Background: an optimization exercise with open tools, aiming at small area, a short achievable clock period and few clock cycles per item. Do not read the settings as production practice.
The RTL was checked by simulation tests, not by an equivalence proof against the original design.

[run.sh]
#!/bin/bash
# synth_recipe.tcl (not shown) runs the flow's synth.tcl, then flattens the netlist and writes it again
# the make line also repeats each setting of config.mk as NAME=value (left out here)
make -C /OpenROAD-flow-scripts/flow DESIGN_CONFIG=/design/flow/config.mk WORK_HOME=/design/flow/orfs CLKGATE_MAP_FILE= SYNTH_SCRIPT=/design/flow/synth_recipe.tcl finish
[design.v]
module lpe_mul (
    input  wire [31:0] a,
    input  wire [31:0] b,
    output wire [63:0] p
);
    function [63:0] kc(input dummy);
        integer n;
        begin
            kc = 64'd0;
            for (n = 0; n < 16; n = n + 1) kc = kc - (64'd1 << (32 + 2 * n));
        end
    endfunction
    localparam [63:0] KC = kc(1'b0);
    reg [63:0] acc;
    reg [32:0] q;
    reg [2:0]  w;
    reg        one, two, neg;
    reg [33:0] ax;
    integer i, j;
    always @(*) begin
        ax  = {{2{a[31]}}, a};
        acc = KC;
        for (i = 0; i < 16; i = i + 1) begin
            w   = {b[2*i+1], b[2*i], (i == 0) ? 1'b0 : b[2*i-1]};
            one = w[1] ^ w[0];
            two = (w == 3'b100) || (w == 3'b011);
            neg = w[2];
            for (j = 0; j < 33; j = j + 1)
                q[j] = ((one & ax[j]) | (two & ((j == 0) ? 1'b0 : ax[j-1]))) ^ neg;
            acc = acc + ({31'd0, ~q[32], q[31:0]} << (2 * i)) + ({63'd0, neg} << (2 * i));
        end
    end
    assign p = acc;
endmodule
module lpe_post (
    input  wire [63:0] p,
    input  wire [5:0]  s,
    output reg  [31:0] t,
    output reg         ovf
);
    wire [64:0] q0 = {p, 1'b0};
    wire [64:0] q1 = s[5] ? {{32{p[63]}}, q0[64:32]} : q0;
    wire [48:0] q2 = s[4] ? q1[64:16] : q1[48:0];
    wire [40:0] q3 = s[3] ? q2[48:8]  : q2[40:0];
    wire [36:0] q4 = s[2] ? q3[40:4]  : q3[36:0];
    wire [34:0] q5 = s[1] ? q4[36:2]  : q4[34:0];
    wire [33:0] q6 = s[0] ? q5[34:1]  : q5[33:0];
    reg fits;
    integer k;
    always @(*) begin
        fits = 1'b1;
        for (k = 0; k < 31; k = k + 1)
            if ((k >= s) && (p[k + 32] != p[63])) fits = 1'b0;
    end
    wire [33:0] v = {q6[33], q6[33:1]} + {33'd0, q6[0]};
    always @(*) begin
        if (!fits) begin
            t   = p[63] ? 32'h80000000 : 32'h7fffffff;
            ovf = 1'b1;
        end else if (v[33:31] != 3'b000 && v[33:31] != 3'b111) begin
            t   = v[33] ? 32'h80000000 : 32'h7fffffff;
            ovf = 1'b1;
        end else begin
            t   = v[31:0];
            ovf = 1'b0;
        end
    end
endmodule
module lpe_update (
    input  wire        clk,
    input  wire        rst,
    input  wire        in_valid,
    output wire        in_ready,
    input  wire [11:0] in_tag,
    input  wire [1:0]  in_order,
    input  wire        in_cls_f,
    input  wire        in_aid,
    input  wire [5:0]  in_s0,
    input  wire [5:0]  in_s1,
    input  wire [5:0]  in_s2,
    input  wire [5:0]  in_s3,
    input  wire [31:0] in_c0,
    input  wire [31:0] in_c1,
    input  wire [31:0] in_c2,
    input  wire [31:0] in_c3,
    input  wire [31:0] in_out_min,
    input  wire [31:0] in_out_max,
    input  wire [31:0] in_lim_a,
    input  wire [31:0] in_lim_b,
    input  wire [31:0] in_xfer_lim,
    input  wire [31:0] in_x,
    input  wire [31:0] in_sp,
    input  wire [31:0] in_a,
    input  wire [31:0] in_acc1,
    input  wire [31:0] in_acc2,
    output reg         out_valid,
    input  wire        out_ready,
    output reg  [11:0] out_tag,
    output reg  [31:0] out_y,
    output reg  [31:0] out_xfer,
    output reg  [31:0] out_acc1,
    output reg  [31:0] out_acc2,
    output reg         out_sat,
    output reg         out_clamp
);
    localparam signed [33:0] MAX32 = 34'sd2147483647;
    localparam signed [33:0] MIN32 = -34'sd2147483648;
    function automatic [31:0] sat34(input signed [33:0] v);
        if (v > MAX32)      sat34 = 32'h7fffffff;
        else if (v < MIN32) sat34 = 32'h80000000;
        else                sat34 = v[31:0];
    endfunction
    function automatic ovf34(input signed [33:0] v);
        ovf34 = (v > MAX32) || (v < MIN32);
    endfunction
    reg  v0, v1, sk_valid;
    wire pop     = out_valid && out_ready;
    wire push_ok = !sk_valid || pop;
    wire push    = v1 && push_ok;
    wire en1     = !v1 || push_ok;
    wire en0     = !v0 || en1;
    assign in_ready = !v0 || !v1 || !sk_valid;
    wire signed [31:0] x  = in_x;
    wire signed [31:0] sp = in_sp;
    wire signed [33:0] e_raw = {{2{x[31]}}, x} - {{2{sp[31]}}, sp};
    reg [11:0] r0_tag;
    reg [1:0]  r0_order;
    reg        r0_cls, r0_aid, r0_eovf;
    reg [5:0]  r0_s0, r0_s1, r0_s2, r0_s3;
    reg [31:0] r0_c0, r0_c1, r0_c2, r0_c3;
    reg [31:0] r0_e, r0_a;
    reg [31:0] r0_omin, r0_omax, r0_lima, r0_limb, r0_xlim, r0_acc1, r0_acc2;
    always @(posedge clk) begin
        if (rst) v0 <= 1'b0;
        else if (en0) v0 <= in_valid && in_ready;
    end
    always @(posedge clk) begin
        if (en0) begin
            r0_tag   <= in_tag;
            r0_order <= in_order;
            r0_cls   <= in_cls_f;
            r0_aid   <= in_aid;
            r0_s0    <= in_s0;
            r0_s1    <= in_s1;
            r0_s2    <= in_s2;
            r0_s3    <= in_s3;
            r0_c0    <= in_c0;
            r0_c1    <= in_c1;
            r0_c2    <= in_c2;
            r0_c3    <= in_c3;
            r0_e     <= sat34(e_raw);
            r0_eovf  <= ovf34(e_raw);
            r0_a     <= in_a;
            r0_omin  <= in_out_min;
            r0_omax  <= in_out_max;
            r0_lima  <= in_lim_a;
            r0_limb  <= in_lim_b;
            r0_xlim  <= in_xfer_lim;
            r0_acc1  <= in_acc1;
            r0_acc2  <= in_acc2;
        end
    end
    wire [63:0] p0, p1, p2, p3;
    lpe_mul u_m0 (.a(r0_e), .b(r0_c0), .p(p0));
    lpe_mul u_m1 (.a(r0_e), .b(r0_c1), .p(p1));
    lpe_mul u_m2 (.a(r0_e), .b(r0_c2), .p(p2));
    lpe_mul u_m3 (.a(r0_a), .b(r0_c3), .p(p3));
    wire signed [31:0] a_omin = r0_omin;
    wire signed [31:0] a_omax = r0_omax;
    wire signed [31:0] a_lima = r0_lima;
    wire signed [31:0] a_limb = r0_limb;
    wire signed [31:0] a_xlim = r0_xlim;
    wire        [32:0] a_xmag = a_xlim[31] ? (33'd0 - {1'b1, a_xlim}) : {1'b0, a_xlim};
    wire signed [33:0] a_xpos = {1'b0, a_xmag};
    wire signed [33:0] a_xneg = -a_xpos;
    wire signed [33:0] a_omin34 = {{2{a_omin[31]}}, a_omin};
    wire signed [33:0] a_omax34 = {{2{a_omax[31]}}, a_omax};
    reg [63:0] r1_p0, r1_p1, r1_p2, r1_p3;
    reg [11:0] r1_tag;
    reg        r1_use2, r1_use3, r1_cls, r1_aid, r1_eovf;
    reg [5:0]  r1_s0, r1_s1, r1_s2, r1_s3;
    reg [31:0] r1_omin, r1_omax, r1_lima, r1_limb, r1_acc1, r1_acc2;
    reg        r1_oinv, r1_linv, r1_xz;
    reg [32:0] r1_xpos;
    reg [31:0] r1_xneg;
    reg        r1_omin_gt, r1_omin_lt, r1_omax_gt, r1_omax_lt;
    always @(posedge clk) begin
        if (rst) v1 <= 1'b0;
        else if (en1) v1 <= v0;
    end
    always @(posedge clk) begin
        if (en1) begin
            r1_p0      <= p0;
            r1_p1      <= p1;
            r1_p2      <= p2;
            r1_p3      <= p3;
            r1_tag     <= r0_tag;
            r1_use2    <= (r0_order >= 2'd2);
            r1_use3    <= (r0_order == 2'd3);
            r1_cls     <= r0_cls;
            r1_aid     <= r0_aid;
            r1_eovf    <= r0_eovf;
            r1_s0      <= r0_s0;
            r1_s1      <= r0_s1;
            r1_s2      <= r0_s2;
            r1_s3      <= r0_s3;
            r1_omin    <= r0_omin;
            r1_omax    <= r0_omax;
            r1_lima    <= r0_lima;
            r1_limb    <= r0_limb;
            r1_acc1    <= r0_acc1;
            r1_acc2    <= r0_acc2;
            r1_oinv    <= (a_omin > a_omax);
            r1_linv    <= (a_lima > a_limb);
            r1_xz      <= (a_xlim == 32'sd0);
            r1_xpos    <= a_xmag;
            r1_xneg    <= a_xneg[31:0];
            r1_omin_gt <= (a_omin34 > a_xpos);
            r1_omin_lt <= (a_omin34 < a_xneg);
            r1_omax_gt <= (a_omax34 > a_xpos);
            r1_omax_lt <= (a_omax34 < a_xneg);
        end
    end
    wire [31:0] t0, t1, t2, t3;
    wire        t0_ovf, t1_ovf, t2_ovf, t3_ovf;
    lpe_post u_q0 (.p(r1_p0), .s(r1_s0), .t(t0), .ovf(t0_ovf));
    lpe_post u_q1 (.p(r1_p1), .s(r1_s1), .t(t1), .ovf(t1_ovf));
    lpe_post u_q2 (.p(r1_p2), .s(r1_s2), .t(t2), .ovf(t2_ovf));
    lpe_post u_q3 (.p(r1_p3), .s(r1_s3), .t(t3), .ovf(t3_ovf));
    wire signed [31:0] acc1 = r1_acc1;
    wire signed [31:0] acc2 = r1_acc2;
    wire signed [31:0] omin = r1_omin;
    wire signed [31:0] omax = r1_omax;
    wire signed [31:0] imin = r1_lima;
    wire signed [31:0] imax = r1_limb;
    wire        [31:0] t3u   = r1_aid ? t3 : 32'd0;
    wire signed [33:0] y_raw = {{2{t0[31]}}, t0} + {{2{acc1[31]}}, acc1}
                             + {{2{t3u[31]}}, t3u};
    wire signed [31:0] y_sat = sat34(y_raw);
    wire               y_ovf = ovf34(y_raw);
    wire signed [33:0] y_s34 = {{2{y_sat[31]}}, y_sat};
    wire               y_lo  = (y_sat < omin);
    wire               y_gt  = (y_sat > omax);
    wire               y_hi  = y_lo ? r1_oinv : y_gt;
    wire signed [31:0] y     = y_hi ? omax : (y_lo ? omin : y_sat);
    wire               y_clamp = y_lo || y_gt;
    wire signed [33:0] a1_raw = {{2{acc1[31]}}, acc1} + {{2{t1[31]}}, t1}
                              + {{2{acc2[31]}}, acc2};
    wire signed [31:0] a1_upd = r1_use2 ? sat34(a1_raw) : acc1;
    wire               a1_ovf = r1_use2 && (t1_ovf || ovf34(a1_raw));
    wire signed [33:0] a2_raw = {{2{acc2[31]}}, acc2} + {{2{t2[31]}}, t2};
    wire signed [31:0] a2_new = r1_use3 ? sat34(a2_raw) : acc2;
    wire               a2_ovf = r1_use3 && (t2_ovf || ovf34(a2_raw));
    wire               i_lo   = (a1_upd < imin);
    wire               i_gt   = (a1_upd > imax);
    wire               i_eq   = (a1_upd == imax);
    wire               i_hi   = i_lo ? r1_linv : i_gt;
    wire signed [31:0] a1_cl  = i_hi ? imax : (i_lo ? imin : a1_upd);
    wire signed [31:0] a1_new = r1_cls ? a1_cl : a1_upd;
    wire               i_clamp = i_lo ? (!i_hi || !i_eq) : i_hi;
    wire any_ovf = r1_eovf || t0_ovf || (r1_aid && t3_ovf) || y_ovf || a1_ovf || a2_ovf;
    wire sat     = !r1_cls && (any_ovf || y_clamp);
    wire clamp   = r1_cls && (y_clamp || i_clamp);
    wire signed [33:0] xpos34 = {1'b0, r1_xpos};
    wire signed [31:0] xneg32 = r1_xneg;
    wire ys_gt  = (y_s34 > xpos34);
    wire ys_lt  = (y_sat < xneg32);
    wire yc_gt  = y_hi ? r1_omax_gt : (y_lo ? r1_omin_gt : ys_gt);
    wire yc_lt  = y_hi ? r1_omax_lt : (y_lo ? r1_omin_lt : ys_lt);
    wire [31:0] xfer = r1_xz ? y :
                       yc_gt ? r1_xpos[31:0] :
                       yc_lt ? r1_xneg : y;
    reg [11:0] sk_tag;
    reg [31:0] sk_y, sk_xfer, sk_acc1, sk_acc2;
    reg        sk_sat, sk_clamp;
    wire out_load = pop ? (sk_valid || push) : (!out_valid && push);
    always @(posedge clk) begin
        if (rst) begin
            out_valid <= 1'b0;
            sk_valid  <= 1'b0;
        end else begin
            out_valid <= out_valid ? (!pop || sk_valid || push) : push;
            sk_valid  <= sk_valid ? (!pop || push) : (out_valid && !pop && push);
        end
    end
    always @(posedge clk) begin
        if (push) begin
            sk_tag   <= r1_tag;
            sk_y     <= y;
            sk_xfer  <= xfer;
            sk_acc1  <= a1_new;
            sk_acc2  <= a2_new;
            sk_sat   <= sat;
            sk_clamp <= clamp;
        end
        if (out_load) begin
            out_tag   <= sk_valid ? sk_tag   : r1_tag;
            out_y     <= sk_valid ? sk_y     : y;
            out_xfer  <= sk_valid ? sk_xfer  : xfer;
            out_acc1  <= sk_valid ? sk_acc1  : a1_new;
            out_acc2  <= sk_valid ? sk_acc2  : a2_new;
            out_sat   <= sk_valid ? sk_sat   : sat;
            out_clamp <= sk_valid ? sk_clamp : clamp;
        end
    end
endmodule
[config.mk]
export PLATFORM = sky130hd
export DESIGN_NAME = lpe_update
export DESIGN_NICKNAME = lpe_update
export VERILOG_FILES = /design/flow/design.v
export SDC_FILE = /design/flow/constraint.sdc
export NUM_CORES = 4
export LEC_CHECK = 0
export CAP_MARGIN = 20
export CORE_MARGIN = 2
export CORE_UTILIZATION = 40
export SLEW_MARGIN = 20
[constraint.sdc]
create_clock -name core_clock -period 42.0 [get_ports {clk}]
set_input_delay 8.4000 -clock core_clock [delete_from_list [all_inputs] [get_ports {clk}]]
set_output_delay 8.4000 -clock core_clock [all_outputs]
set_load 0.01 [all_outputs]
==> results.yml <==
setup_path:
  r2r_cells: 45
  end_kind: "flip-flop"
  cp_slowest_stage_delay_ns: 0.96
  critPathRequiredTime_ns: 42.78
  crit_fanout: 63
  slowest_stage: "edfxtp_1"
  worstSetupPathType: "reg -> reg"
  crit_top_cell: "buf_4"
  worst_setup_path_start_kind: "flip-flop"
  cp.arrival_ns: 17.33
final_layout:
  post-route-cell-area_mm2: 0.204
  drive_gt1_share_pct: 7.55
  layout_commonest_cell: "xnor2_1"
  layout_common_cells: "xnor2_1 (2283), inv_1 (2069), a22oi_1 (1898)"
  areaGrowthSynthToFinish_pct: 8.78
  fin_util_pct: 43.7
  nNetsFinal: 22427
floorplanning:
  die_w_um: 689
  core_mm2: 0.468
  rows: 251
  start_util_pct: 40.2
  die-height_um: 689
  io_pins: 636
  die_area_mm2: 0.475
cts:
  cts-root-buf: "clkbuf_16"
  cts_resized: 0
  cts_buffer_depth: 4
  cts.sinks: 1305
  clk_pin_slew_worst_paths_ns: 0.06
  cts_setup_buffers: 0
  htreeDepth: 4
  postCtsHoldBufs: 0
  cts_buffers: 164
  clkLatencyLatePin_ns: 0.97
  cts_tree: "done"
global_routing:
  grt-ovfl-total: 0
  grt_max_degree: 140
  grt_pass1_vias: 152336
  grt_pass1_wl_um: 1060000
  grt_use_total_pct: 29.8
  antenna_found_initial: 82
sta:
  tightestPinTransition_ns: 1.36
  rsz0062_at_grt: "no"
  setup_violations: 0
  hold_viol_final: 0
  relSlewSlack_pct: 8.38
  skew_ns: 0.130
  fin_crit_sh_pct: 39.4
  setup_slack_ns: 25.45
  finalSetupTns_ns: 0
  maxSlewViolCount: 0
  fmax_ghz: 0.0604
  post-route-min-period_ns: 16.55
placed_design:
  port_buffers: 635
  post-dp-hpwl_um: 510000
  place.gp.congestion: 0.978
  place_area_mm2: 0.199
  dp_worst_setup_slack_ns: 25.49
route:
  drcViolationCount: 0
  ant_nets: 0
  drtPass1Iterations: 10
  dr_total_vias: 155277
  wl_per_cell_um: 29.1
  vias_per_cell: 6.21
  totalWireLength_um: 727000
  drt-initial-drc-count: 20165
flow_run:
  drv_cap: 0
logic_synthesis:
  synth-edff-count: 1301
  synth.distinct_cells: 122
  ys_seq_area_share_pct: 20.8
  yosysTopAreaCellShare_pct: 20.8
  synth_top_cells_by_area: "edfxtp_1 (21%), fa_1 (19%), xnor2_1 (11%)"
  synth_area_mm2: 0.188
  yosys.area.top_type: "edfxtp_1"
  synthesis.nets: 22834
  yosysWarnings: 3
  syn_area_per_cell_um2: 9.86
  synth_seq_cells: 1305
  synthFlopType: "edfxtp_1"
  async_flop_share_pct: 0
  synth_cells: 19050
worst_hold_path:
  hold_class: "reg -> reg"
  min_path_cells: 0
status:
  status: "no timing/DRC/antenna violations"
==> cell usage after synthesis (54+ instances only) <==
library cell / instances
nor3_1: 169
xnor2_1: 2285
a221oi_1: 82
buf_1: 197
mux2_2: 286
nor2b_1: 134
nand4_1: 151
mux2i_1: 259
a21o_1: 273
nand3_1: 194
fa_1: 1747
o22ai_1: 119
ha_1: 1545
and3_1: 73
a31oi_1: 82
edfxtp_1: 1301
or2_2: 67
o221ai_1: 54
nand2b_1: 146
a22oi_1: 1898
mux4_2: 263
o21a_1: 113
inv_1: 2070
o21ai_0: 596
o211ai_1: 107
a211oi_1: 89
nand2_1: 739
buf_2: 78
clkbuf_1: 1252
o21bai_1: 57
xor2_1: 303
a21oi_1: 747
nor2_1: 679
==> path summary, 6_finish.rpt <==
check,start,endpoint,slack [ns]
hold reg to reg,r0_acc2[3]$_DFFE_PP_,r1_acc2[3]$_DFFE_PP_,0.34
setup reg to reg,r1_s0[4]$_DFFE_PP_,out_xfer[8]$_DFFE_PP_,25.45
setup / recovery,r1_s0[4]$_DFFE_PP_,out_xfer[8]$_DFFE_PP_,25.45
hold / removal,r0_acc2[3]$_DFFE_PP_,r1_acc2[3]$_DFFE_PP_,0.34
==> stage by stage <==
step,cells,hold WS [ns]
after floorplan,19050,0.400
after global placement,24674,0.401
after detailed placement,24674,0.405
after CTS,24971,0.340
after global routing,24976,0.366
final,24988,0.337
==> flip-flops by register name, indices dropped and copies added (netlist names), 33 cells and up <==
signal and cells:
r1_p1 64, r1_xpos 33, r1_p3 64, r1_p0 64
r1_p2 64
==> metal layers <==
layer	GRT usage, %	part of all wire (%)	wire (um)
met1	41.0	41	299000
met2	43.3	41	302000
met3	9.59	13	93200
met4	11.5	4.6	33400
met5	0.0714	0.053	389
==> logic make-up (layout without fill, tap and decap cells) <==
kind of cell,Yosys count,after routing,share of synthesized area [%]
flip-flops,1305,1305,20.8
adder cells (fa/ha/maj),3330,3330,29.1
XOR/XNOR,2588,2588,12.1
AO/OA/AOI/OAI,4713,4713,17.4
buffers and inverters,3716,3440,7.64
AND/OR/NAND/NOR,2585,2585,6.65
multiplexers,812,812,6.29
other,1,17,0.00200
==> layout make-up <==
cell class                 instances  area, um^2
antenna                           16        40.0
clock buffer                     195        4260
clock inverter                   102        1080
fill                           44611      263000
inverter                        2133        8010
multi-input combinational      14029      135000
sequential                      1305       39200
tap                             6198        7750
timing repair buffer            1010        9420
==> critical path: cells and delay by family, from the launching register on <==
kind / cells / cell delay [ns]
buffers and inverters: 7 / 2.75
AND/OR/NAND/NOR: 15 / 4.46
adder cells (fa/ha/maj): 4 / 1.42
AO/OA/AOI/OAI: 17 / 5.59
flip-flops: 1 / 0.96
multiplexers: 2 / 1.18
Testbench counts, summed over its fixed seeds: cycles 12,024, items 12,000.

==> re-timing with driven ports <==
Ports are ideal in the flow. The routed layout listed here was re-timed in OpenROAD.
Step 1: set_driving_cell puts a clkbuf_16 on clk and a buf_2 on each other input, an assumption about the parent block.
Step 2 also shifts input and output timing later by t, the mid clock arrival at the registers, as if the neighbouring blocks saw the same clock.
Slacks: ideal / step 1 / step 2; pairs: ideal / step 1.
t (ns): 1.028
slack for setup (ns): 25.448 / 25.448 / 25.448
worst register clock-pin slew, ns: 0.07 / 0.07
worst slew at a driven data input, ns: 0.28
cell pins on the clock port's net: 1
After both steps this run still meets setup and hold. For this run, drivers alone change the setup slack by 0.000 ns; drivers and shift together by 0.000 ns.
